This design comes from an exercise in tuning for small area, a short achievable clock period and few clock cycles per item on the open sky130 flow, not from production work. Only simulation tests tie the RTL to the original design; equivalence was not proved.

==> module zlc_blkcomp, before the edit <==
module zlc_blkcomp (
    input  wire         clk,
    input  wire         rst,         
    input  wire         in_valid,
    output reg          in_ready,
    input  wire [255:0] in_x,        
    input  wire [2:0]   in_fmt,      
    input  wire [1:0]   in_rnd,      
    input  wire [63:0]  in_key,      
    input  wire [31:0]  in_tile_id,
    input  wire [31:0]  in_sstep,
    input  wire [31:0]  in_index,    
    output reg          out_valid,
    input  wire         out_ready,
    output reg  [7:0]   out_scale,
    output reg  [127:0] out_codes,   
    output reg  [4:0]   out_nnz
);
    reg [255:0] cx;
    reg [2:0]   cfmt;
    reg [1:0]   crnd;
    reg [63:0]  ckey;
    reg [31:0]  ctile, csstep, cindex;
    reg         cv;                  
    always @(posedge clk) begin
        cx     <= in_x;
        cfmt   <= in_fmt;
        crnd   <= in_rnd;
        ckey   <= in_key;
        ctile  <= in_tile_id;
        csstep <= in_sstep;
        cindex <= in_index;
        cv     <= in_valid & ~in_ready & ~rst;
    end
    reg [15:0] covr;
    integer e;
    always @(posedge clk)
        for (e = 0; e < 16; e = e + 1)
            case (in_fmt)
                3'd5:    covr[e] <= in_x[16*e +: 7] > 7'd64;
                3'd6:    covr[e] <= in_x[16*e +: 7] > 7'd126;
                default: covr[e] <= in_x[16*e +: 7] > 7'd96;
            endcase
    wire [7:0]        sc;
    wire              sc255;
    wire signed [9:0] skpc, sqn, sqs;
    zc_scale u_scale (.x(cx), .ovr(covr), .fmt(cfmt), .code(sc), .c255(sc255),
                      .kpc(skpc), .qn(sqn), .qs(sqs));
    reg [1:0] fb;
    always @(*) begin
        case (cfmt)
            3'd2:    fb = 2'd2;
            3'd3:    fb = 2'd3;
            3'd4:    fb = 2'd2;
            3'd5:    fb = 2'd1;
            default: fb = 2'd0;
        endcase
    end
    reg [7:0]        c_q;
    reg signed [9:0] kpc_q, qn_q, qs_q;
    reg [1:0]        fb_q;
    reg              c255_q;
    always @(posedge clk) begin
        c_q    <= sc;
        kpc_q  <= skpc;
        qn_q   <= sqn;
        qs_q   <= sqs;
        fb_q   <= fb;
        c255_q <= sc255;
    end
    reg        busy;
    reg [5:0]  k;                    
    wire       sr    = (crnd == 2'd2);
    wire       last  = sr ? (k == 6'd18) : (k == 6'd4);
    wire       start = cv & ~busy & (~out_valid | out_ready);
    always @(posedge clk) begin
        if (rst) begin
            busy      <= 1'b0;
            k         <= 6'd0;
            in_ready  <= 1'b0;
            out_valid <= 1'b0;
        end else begin
            if (start) begin
                busy <= 1'b1;
                k    <= 6'd1;
            end else if (busy) begin
                k <= last ? 6'd0 : k + 6'd1;
                if (last) busy <= 1'b0;
            end
            in_ready <= busy & (sr ? (k == 6'd16) : (k == 6'd2));
            if (busy & last)
                out_valid <= 1'b1;
            else if (out_ready)
                out_valid <= 1'b0;
        end
    end
    wire [4:0]  mn   = k[4:0];                   
    wire [4:0]  mbn  = k[4:0] - 5'd1;            
    wire [1:0]  rbn  = mbn[2:1];
    wire [1:0]  en   = {mn[3], mn[0]};           
    wire [31:0] c0   = csstep ^ 32'h6A5C_3B19;
    wire [31:0] d0   = {29'd0, cfmt} ^ 32'h1D8F_72E4;
    wire [31:0] bbase = cindex + ckey[63:32];
    wire [31:0] sbase = ctile + ckey[31:0];
    reg  [31:0] kr_q, s4, b4;
    always @(posedge clk) begin
        kr_q <= (rbn[0] ? ckey[63:32] : ckey[31:0]) + {30'd0, rbn};
        b4   <= bbase + {28'd0, en, 2'b00};
        s4   <= sbase + bbase + {28'd0, en, 2'b00};
    end
    wire [15:0] u [0:3];
    genvar g;
    generate
        for (g = 0; g < 4; g = g + 1) begin : lane
            reg        init_q;
            always @(posedge clk)
                init_q <= (mn[2:1] == 2'd0);
            wire [31:0] se = s4 + g;
            wire [31:0] be = b4 + g;
            wire [31:0] la;
            zc_mix4 u_lane (.clk(clk), .init(init_q), .s_e(se), .b_e(be),
                            .c0(c0), .d0(d0), .kr(kr_q), .a(la));
            assign u[g] = la[15:0] + ctile[15:0];
        end
    endgenerate
    wire [5:0] kq   = k - 6'd8;
    wire       srn_enc = (k >= 6'd8) & (kq[2:1] == 2'd0);
    wire [1:0] seln = sr ? {kq[3], kq[0]} : k[1:0];
    wire       busyn = start | (busy & ~last);
    wire [3:0] actn = (busyn & (~sr | srn_enc)) ? 4'b1111 : 4'b0000;
    reg [15:0] ex [0:3];
    reg [3:0]  act;
    reg [1:0]  sel;
    integer j;
    always @(posedge clk) begin
        for (j = 0; j < 4; j = j + 1)
            ex[j] <= cx[64*seln + 16*j +: 16];
        act <= actn;
        sel <= seln;
    end
    wire [7:0]  code [0:3];
    wire [3:0]  nz;
    generate
        for (g = 0; g < 4; g = g + 1) begin : enc
            zc_encode u_enc (
                .x    (ex[g]),
                .c255 (c255_q),
                .kpc  (kpc_q),
                .qn   (qn_q),
                .qs   (qs_q),
                .fb   (fb_q),
                .fmt  (cfmt),
                .rnd  (crnd),
                .u    (u[g]),
                .code (code[g]),
                .nz   (nz[g])
            );
        end
    endgenerate
    wire [2:0] cnt    = {2'b00, act[0] & nz[0]} + {2'b00, act[1] & nz[1]} +
                        {2'b00, act[2] & nz[2]} + {2'b00, act[3] & nz[3]};
    integer i;
    always @(posedge clk) begin
        if (start) begin
            out_nnz <= 5'd0;
        end else if (busy) begin
            out_scale <= c_q;
            out_nnz   <= out_nnz + {2'b00, cnt};
            for (i = 0; i < 16; i = i + 1)
                if (act[i % 4] && sel == i / 4)
                    out_codes[8*i +: 8] <= code[i % 4];
        end
    end
endmodule
clock: 40.0 ns
lec_check: 0
abc_area: 1
cap_margin: 20
core_margin: 2
core_utilization: 40
slew_margin: 20
run.sh (not shown) runs the stock make flow with config.mk's settings and CLKGATE_MAP_FILE= SYNTH_SCRIPT=/design/flow/synth_recipe.tcl, a recipe that flattens the netlist after the stock synthesis.
Testbench counts at the start, summed over its fixed seeds: cycles 74,316, blocks 8,000.
Next try:
--- a/flow/design.v
+++ b/flow/design.v
@@ -73,5 +73,5 @@
     wire       sr    = (crnd == 2'd2);
     wire       last  = sr ? (k == 6'd18) : (k == 6'd4);
-    wire       start = cv & ~busy & (~out_valid | out_ready);
+    wire       start = cv & ~busy & ~out_valid;
     always @(posedge clk) begin
         if (rst) begin
@@ -88,5 +88,5 @@
                 if (last) busy <= 1'b0;
             end
-            in_ready <= busy & (sr ? (k == 6'd16) : (k == 6'd2));
+            in_ready <= busy & (sr ? (k == 6'd17) : (k == 6'd3));
             if (busy & last)
                 out_valid <= 1'b1;
Synthesized cell count falls by 0.48%.
Die area fell by 0.35%.
Worst hold slack loses 0.0045 ns.
Cell count came out lower by 0.50%.
Wire length shrinks by 1.7%.
First-iteration DRC count drops by 11%.
Worst setup slack got worse by 0.13 ns.
Testbench counts after the change, summed over its fixed seeds: cycles 82,308, blocks 8,000.

[static timing again, ports no longer ideal]
The results above use ideal ports. As a check the final layouts listed here were re-extracted and re-timed, cells and wires unchanged. Step 1 sets driving cells, clkbuf_16 on the clock port and buf_2 on the other inputs (assumed; they add their load-dependent delay and slew). Step 2 moves the port delays by t, midway between the first and last clock arrival at a register: inputs arrive t later, outputs are due t later. That takes back most of the time a late clock gives input paths. a / b / c = no drivers / after step 1 / after step 2; a / b = the first two.
run	t, ns	setup WS [ns]	hold WS [ns]
the first run	1.000	29.848 / 29.750 / 29.938	0.405 / 0.405 / 0.405
the second run	0.996	29.717 / 29.717 / 29.717	0.401 / 0.401 / 0.401
After both steps setup and hold are still met in every run listed.
